This design comes from an exercise in tuning for small area and a short achievable clock period on the open sky130 flow, not from production work. Only simulation tests tie the RTL to the original design; equivalence was not proved.

==> inputs of quartz <==
// wbm
module wbm (
    input  wire        clk,
    input  wire        rst,
    input  wire        cfg_we,
    input  wire [4:0]  cfg_addr,
    input  wire [31:0] cfg_wdata,
    input  wire        in_valid,
    input  wire [23:0] in_r,
    input  wire [23:0] in_g,
    input  wire [23:0] in_b,
    output wire        out_valid,
    output wire [23:0] out_r,
    output wire [23:0] out_g,
    output wire [23:0] out_b
);
clock: 18.0 ns
lec_check: 0
cap_margin: 20
core_margin: 2
core_utilization: 60
place_density: 0.7
slew_margin: 20
standard.sh (not shown) runs the stock make flow with config.mk's settings and CLKGATE_MAP_FILE= SYNTH_SCRIPT=/design/flow/synth_recipe.tcl, a recipe that flattens the netlist after the stock synthesis.
==> flow/flow/run.sh <==
#!/bin/bash
# Layout flow: the standard synthesis, then an inverter-polarity clean-up of
# the gate netlist around the full adders (flow/polarity.py; registers are not
# touched; if the cleaned netlist does not elaborate against the cell library,
# the standard netlist is kept), then the standard ORFS flow from the
# synthesised netlist on, with timing repair aimed at a tighter setup margin
# than the 18 ns clock needs, plain port buffers and no dummy clock loads.
# Each step's full output goes to a log file in this folder.
set -euo pipefail
MARGIN=${MARGIN:-13.0}
R=orfs/results/sky130hd/wbm/base
LIB=$FLOW_HOME/platforms/sky130hd/lib/sky130_fd_sc_hd__tt_025C_1v80.lib
bash standard.sh synth > flow_synth.log 2>&1
cp $R/1_2_yosys.v $R/1_2_yosys_std.v
if python3 flow/polarity.py $R/1_2_yosys_std.v $R/1_2_yosys_pol.v > flow_polarity.log 2>&1 &&
   yosys -p "read_liberty -lib $LIB; read_verilog $R/1_2_yosys_pol.v; hierarchy -check -top $FLOW_TOP" \
       > flow_polarity_check.log 2>&1; then
    sleep 1
    cp $R/1_2_yosys_pol.v $R/1_2_yosys.v
    touch $R/1_2_yosys.v
else
    echo "polarity clean-up not used" >> flow_polarity.log
fi
bash standard.sh SETUP_SLACK_MARGIN=$MARGIN MAX_REPAIR_ANTENNAS_ITER_GRT=15 \
    MAX_REPAIR_ANTENNAS_ITER_DRT=15 \
    "BUFFER_PORTS_ARGS=-buffer_cell sky130_fd_sc_hd__buf_2" \
    "CTS_ARGS=-sink_clustering_enable -repair_clock_nets -dont_use_dummy_load -sink_clustering_size 30 -sink_clustering_max_diameter 100 -buf_list sky130_fd_sc_hd__clkbuf_16" \
    finish > flow_finish.log 2>&1
Other scripts of this flow, unchanged in this note and not shown: flow/flow/polarity.py
==> inputs of xenon, as changes to quartz <==
--- a/flow/design.v
+++ b/flow/design.v
@@ -42,27 +42,26 @@
         r_rb <= guard & (st | mant[0]);
         r_n  <= n;
         r_eb <= q_eb;
         r_s  <= q_s;
     end
     wire [15:0] mr = {1'b0, r_m} + {15'd0, r_rb};
-    wire        z  = (a[22:15] == 8'd0) || (r_eb == 8'd0);
-    wire [9:0]  e0 = z ? 10'h200 : ({2'b00, a[22:15]} + {2'b00, r_eb} - 10'd127 + {9'd0, r_n});
-    wire [9:0]  e1  = e0 + 10'd1;
-    wire        uf0 = e0[9] || e0 == 10'd0;
-    wire        of0 = !e0[9] && (e0[8] || e0[7:0] == 8'd255);
-    wire        uf1 = e1[9] || e1 == 10'd0;
-    wire        of1 = !e1[9] && (e1[8] || e1[7:0] == 8'd255);
-    wire        ovf = mr[15];
+    wire        z    = (a[22:15] == 8'd0) || (r_eb == 8'd0);
+    wire [9:0]  base = z ? 10'h200 : ({2'b00, a[22:15]} + {2'b00, r_eb} - 10'd127);
+    wire        ovf  = mr[15];
+    wire        k    = r_n | ovf;
+    wire        uf   = base[9] || (base == 10'd0 && !k);
+    wire        of   = !base[9] && (base[8] || base[7:0] == 8'd255 || (base[7:0] == 8'd254 && k));
+    wire [7:0]  eo   = base[7:0] + {7'd0, k};
     always @(posedge clk) begin
-        if (ovf ? uf1 : uf0)
+        if (uf)
             y <= {r_s, 23'd0};
-        else if (ovf ? of1 : of0)
+        else if (of)
             y <= {r_s, 8'd254, 15'h7fff};
         else
-            y <= {r_s, ovf ? e1[7:0] : e0[7:0], mr[14:0]};
+            y <= {r_s, eo, mr[14:0]};
     end
 endmodule
 module mul16_tree (input wire [15:0] x, input wire [15:0] y, output wire [31:0] r0, output wire [31:0] r1);
   wire pp_0_0 = x[0] & y[0];
   wire pp_0_1 = x[1] & y[0];
   wire pp_0_2 = x[2] & y[0];
@@ -745,53 +744,60 @@
 module v24_add (
     input  wire        clk,
     input  wire [23:0] a,
     input  wire [23:0] b,
     output reg  [23:0] y
 );
-    function automatic [4:0] tz16(input [14:0] v);
-        integer i;
+    function automatic lost4(input [14:0] m, input [2:0] c);
         begin
-            tz16 = 5'd15;
-            for (i = 14; i >= 0; i = i - 1)
-                if (v[i]) tz16 = i[4:0];
+            case (c)
+                3'd0:    lost4 = 1'b0;
+                3'd1:    lost4 = m[0];
+                3'd2:    lost4 = |m[4:0];
+                3'd3:    lost4 = |m[8:0];
+                3'd4:    lost4 = |m[12:0];
+                default: lost4 = 1'b1;
+            endcase
         end
     endfunction
     wire        a_zero = (a[22:15] == 8'd0);
     wire        b_zero = (b[22:15] == 8'd0);
-    wire        swap = (b[22:0] > a[22:0]);
-    wire [23:0] big  = swap ? b : a;
-    wire [23:0] sml  = swap ? a : b;
     wire [8:0]  dab  = {1'b0, a[22:15]} - {1'b0, b[22:15]};
     wire [8:0]  dba  = {1'b0, b[22:15]} - {1'b0, a[22:15]};
+    wire        swap = dab[8] || (dab[7:0] == 8'd0 && b[14:0] > a[14:0]);
     wire [7:0]  d    = swap ? dba[7:0] : dab[7:0];
-    wire [4:0]  tza  = tz16(a[14:0]);
-    wire [4:0]  tzb  = tz16(b[14:0]);
+    wire [23:0] big  = swap ? b : a;
+    wire [23:0] sml  = swap ? a : b;
     wire        sml_zero = swap ? a_zero : b_zero;
     wire [18:0] ys   = {1'b1, sml[14:0], 3'b000};
     wire [18:0] ysc  = (sml_zero || d >= 8'd20) ? 19'd0 : (ys >> {d[4:2], 2'b00});
-    wire        st_a = !a_zero && (dba[7:0] > {3'b000, tza} + 8'd3);
-    wire        st_b = !b_zero && (dab[7:0] > {3'b000, tzb} + 8'd3);
+    wire [2:0]  ca   = (dba[7:0] >= 8'd20) ? 3'd5 : dba[4:2];
+    wire [2:0]  cb   = (dab[7:0] >= 8'd20) ? 3'd5 : dab[4:2];
+    wire        st_a = !a_zero && lost4(a[14:0], ca);
+    wire        st_b = !b_zero && lost4(b[14:0], cb);
     wire        st   = swap ? st_a : st_b;
     reg  [14:0] q_xm;
     reg  [18:0] q_ys;
     reg  [1:0]  q_df;
-    reg         q_st;
+    reg         q_st;      
     reg  [7:0]  q_e;
     reg         q_s, q_sub;
     always @(posedge clk) begin
         q_xm  <= big[14:0];
         q_ys  <= ysc;
         q_df  <= (d >= 8'd20) ? 2'd0 : d[1:0];
         q_st  <= st;
         q_e   <= big[22:15];
         q_s   <= (a_zero & b_zero) ? (a[23] & b[23]) : big[23];
         q_sub <= big[23] ^ sml[23];
     end
     wire [18:0] ysh = q_ys >> q_df;
-    wire [18:0] ya  = {ysh[18:1], ysh[0] | q_st};
+    wire        stf = (q_df == 2'd1) ? q_ys[0] :
+                      (q_df == 2'd2) ? |q_ys[1:0] :
+                      (q_df == 2'd3) ? |q_ys[2:0] : 1'b0;
+    wire [18:0] ya  = {ysh[18:1], ysh[0] | q_st | stf};
     wire [19:0] xb  = {2'b01, q_xm, 3'b000};
     wire [19:0] s   = q_sub ? (xb - {1'b0, ya}) : (xb + {1'b0, ya});
     reg  [2:0]  nz4;
     always @* begin
         if (s[19:16] != 4'd0)      nz4 = 3'd0;
         else if (s[15:12] != 4'd0) nz4 = 3'd1;
@@ -819,22 +825,17 @@
     end
     wire [19:0] norm  = r_s << f;
     wire [14:0] m     = norm[18:4];
     wire        guard = norm[3];
     wire        stk   = |norm[2:0];
     wire [15:0] mr = {1'b0, m} + {15'd0, guard & (stk | m[0])};
-    wire [9:0]  e0 = {2'b00, r_e} + 10'd1 - {5'd0, r_c, f};
-    wire [9:0]  e1 = {2'b00, r_e} + 10'd2 - {5'd0, r_c, f};
-    wire        uf0 = e0[9] || e0 == 10'd0;
-    wire        of0 = !e0[9] && (e0[8] || e0[7:0] == 8'd255);
-    wire        uf1 = e1[9] || e1 == 10'd0;
-    wire        of1 = !e1[9] && (e1[8] || e1[7:0] == 8'd255);
-    wire        ovf = mr[15];
-    wire        uf  = ovf ? uf1 : uf0;
-    wire        of  = ovf ? of1 : of0;
-    wire [7:0]  eo  = ovf ? e1[7:0] : e0[7:0];
+    wire [9:0]  base = {2'b00, r_e} + 10'd1 - {5'd0, r_c, f};
+    wire        ovf  = mr[15];
+    wire        uf   = base[9] || (base == 10'd0 && !ovf);
+    wire        of   = !base[9] && (base[8] || base[7:0] == 8'd255 || (base[7:0] == 8'd254 && ovf));
+    wire [7:0]  eo   = base[7:0] + {7'd0, ovf};
     always @(posedge clk) begin
         if (r_e == 8'd0)           
             y <= {r_sg, 23'd0};
         else if (!norm[19])
             y <= 24'd0;
         else if (uf)
@@ -859,32 +860,43 @@
     output wire [23:0] out_r,
     output wire [23:0] out_g,
     output wire [23:0] out_b
 );
     localparam [23:0] ONE = 24'h3f8000;
     localparam integer LAT = 17;
-    wire [23:0] d_zero = rst ? 24'd0 : cfg_wdata[23:0];
-    wire [23:0] d_one  = rst ? ONE   : cfg_wdata[23:0];
-    wire        d_en   = rst ? 1'b0  : cfg_wdata[31];
-    wire        wr     = cfg_we & ~rst;
-    wire [4:0]  c_addr = cfg_addr;
+    reg        c_we;
+    reg        c_rst;
+    reg [4:0]  c_addr;
+    reg [23:0] c_data;
+    reg        c_en;
+    always @(posedge clk) begin
+        c_we   <= cfg_we & ~rst;
+        c_rst  <= rst;
+        c_addr <= cfg_addr;
+        c_data <= cfg_wdata[23:0];
+        c_en   <= cfg_wdata[31];
+    end
+    wire [23:0] d_zero = c_rst ? 24'd0 : c_data;
+    wire [23:0] d_one  = c_rst ? ONE   : c_data;
+    wire        d_en   = c_rst ? 1'b0  : c_en;
+    wire        wr     = c_we & ~c_rst;
     reg [23:0] wb [0:2];
     reg [23:0] cm [0:8];
     reg [23:0] co [0:2];
     reg        hl_en;
     reg [23:0] white;
     integer n;
     always @(posedge clk) begin
         for (n = 0; n < 3; n = n + 1) begin
-            if (rst || (wr && c_addr == n))      wb[n] <= d_one;
-            if (rst || (wr && c_addr == 16 + n)) co[n] <= d_zero;
+            if (c_rst || (wr && c_addr == n))      wb[n] <= d_one;
+            if (c_rst || (wr && c_addr == 16 + n)) co[n] <= d_zero;
         end
         for (n = 0; n < 9; n = n + 1)
-            if (rst || (wr && c_addr == 4 + n))
+            if (c_rst || (wr && c_addr == 4 + n))
                 cm[n] <= (n == 0 || n == 4 || n == 8) ? d_one : d_zero;
-        if (rst || (wr && c_addr == 5'd20)) begin
+        if (c_rst || (wr && c_addr == 5'd20)) begin
             hl_en <= d_en;
             white <= d_one;
         end
     end
     reg        v_pipe [0:LAT-1];
     reg [23:0] px [0:2];
@@ -902,28 +914,30 @@
             for (n = 1; n < LAT; n = n + 1)
                 v_pipe[n] <= v_pipe[n-1];
         end
     end
     assign out_valid = v_pipe[LAT-1];
     function automatic v24_gt(input [23:0] a, input [23:0] b);
-        reg a_zero, b_zero;
+        reg a_zero, b_zero, mgt, meq;
         begin
             a_zero = (a[22:15] == 8'd0);
             b_zero = (b[22:15] == 8'd0);
+            mgt    = (a[22:0] > b[22:0]);
+            meq    = (a[22:0] == b[22:0]);
             if (a_zero && b_zero)
                 v24_gt = 1'b0;
             else if (a_zero)
                 v24_gt = b[23];
             else if (b_zero)
                 v24_gt = !a[23];
             else if (a[23] != b[23])
                 v24_gt = !a[23];
             else if (!a[23])
-                v24_gt = (a[22:0] > b[22:0]);
+                v24_gt = mgt;
             else
-                v24_gt = (a[22:0] < b[22:0]);
+                v24_gt = !mgt && !meq;
         end
     endfunction
     wire [23:0] wbp [0:2];
     reg  [23:0] w [0:2];
     genvar k, j;
     generate
==> flow/flow/run.sh (replaced) <==
#!/bin/bash
# Layout flow: the standard synthesis, then an inverter-polarity clean-up of
# the gate netlist around the full adders (flow/polarity.py; registers are not
# touched; if the cleaned netlist does not elaborate against the cell library,
# the standard netlist is kept), then the standard ORFS flow from the
# synthesised netlist on, with timing repair aimed at a tighter setup margin
# than the 18 ns clock needs, plain port buffers and no dummy clock loads.
# Each step's full output goes to a log file in this folder.
set -euo pipefail
MARGIN=${MARGIN:-13.2}
R=orfs/results/sky130hd/wbm/base
LIB=$FLOW_HOME/platforms/sky130hd/lib/sky130_fd_sc_hd__tt_025C_1v80.lib
bash standard.sh synth > flow_synth.log 2>&1
cp $R/1_2_yosys.v $R/1_2_yosys_std.v
if python3 flow/polarity.py $R/1_2_yosys_std.v $R/1_2_yosys_pol.v > flow_polarity.log 2>&1 &&
   yosys -p "read_liberty -lib $LIB; read_verilog $R/1_2_yosys_pol.v; hierarchy -check -top $FLOW_TOP" \
       > flow_polarity_check.log 2>&1; then
    sleep 1
    cp $R/1_2_yosys_pol.v $R/1_2_yosys.v
    touch $R/1_2_yosys.v
else
    echo "polarity clean-up not used" >> flow_polarity.log
fi
bash standard.sh SETUP_SLACK_MARGIN=$MARGIN MAX_REPAIR_ANTENNAS_ITER_GRT=15 \
    MAX_REPAIR_ANTENNAS_ITER_DRT=15 \
    "BUFFER_PORTS_ARGS=-buffer_cell sky130_fd_sc_hd__buf_2" \
    "CTS_ARGS=-sink_clustering_enable -repair_clock_nets -dont_use_dummy_load -sink_clustering_size 30 -sink_clustering_max_diameter 100 -wire_unit 5 -clustering_exponent 6 -buf_list sky130_fd_sc_hd__clkbuf_16" \
    finish > flow_finish.log 2>&1
- CAP_MARGIN: 20 -> 10
- CORE_UTILIZATION: 60 -> 70
- PLACE_DENSITY: 0.7 -> 0.8
- SLEW_MARGIN: 20 -> 10
==> summary.txt <==
Of xenon and quartz, quartz has the higher via count (gap about 3.5%, measured against quartz).
Of xenon and quartz, xenon has the higher non-clock buffer count (gap 149).
First-iteration DRC count: quartz is lower than xenon (9.9%).
Of xenon and quartz, quartz has the higher die area (gap 18%, measured against quartz).
In xenon the fmax is higher than in quartz, by about 2.8%.
In quartz the cell count is larger than in xenon, by about 7.5%.
==> figures <==
| quantity | quartz | xenon |
|---|---|---|
| Result of the run | timing/DRC/antenna clean | timing/DRC/antenna clean |
| Die Width | 615 um | 556 um |
| Slowest-stage cell, CP | o21bai_4 | dfxtp_2 |
| Area of the mapped netlist | 224000 um2 | 214000 um2 |
| Time the final worst path needs with I/O delays and setup | 4970 ps | 4840 ps |
| Flop-to-flop setup slack | 13150 ps | 13270 ps |
| WP data arrival | 5440 ps | 1240 ps |
| DR vias/cell | 6.11 | 6.34 |
| Largest stage delay, worst path | 890 ps | 330 ps |
| Post-CTS setup repair buffer count | 6 | 76 |
| Endpoint of the most critical register-to-register path | g_row[2].u_m0.q_c | g_row[1].u_m2.q_c |
| Clock buffer instance count of the final layout | 143 | 136 |
| Detail-routed net length per standard cell | 22.4 um | 22.6 um |
| Vias | 171000 | 165000 |
| Y dimension of the die | 615 um | 556 um |
| M1 WL | 251000 um | 222000 um |

-- static timing again, ports no longer ideal --
Ports are ideal in the flow. The routed layouts listed here were re-timed in OpenROAD.
Step 1: set_driving_cell puts a clkbuf_16 on clk and a buf_2 on each other input, an assumption about the parent block.
Step 2, shift: input delay + t, output delay - t, t = (earliest + latest rising clock arrival at the registers) / 2. This alone moves slack from input paths to output paths.
Slacks: ideal ports / drivers / drivers and shift; pairs: ideal ports / drivers.
run	t, ns	setup slack, ns	hold WS [ns]	latest minus earliest clock arrival (ns)	cell pins on the clock port's net
quartz	1.014	13.026 / 12.915 / 12.023	0.308 / 0.308 / 0.308	0.105 / 0.105	1
xenon	0.837	13.162 / 13.041 / 13.273	0.189 / 0.189 / 0.189	0.163 / 0.163	1
After both steps setup and hold are still met in every run listed. The setup slack of quartz, which loses most, moves by -0.111 ns with the drivers and by -1.003 ns with both steps.
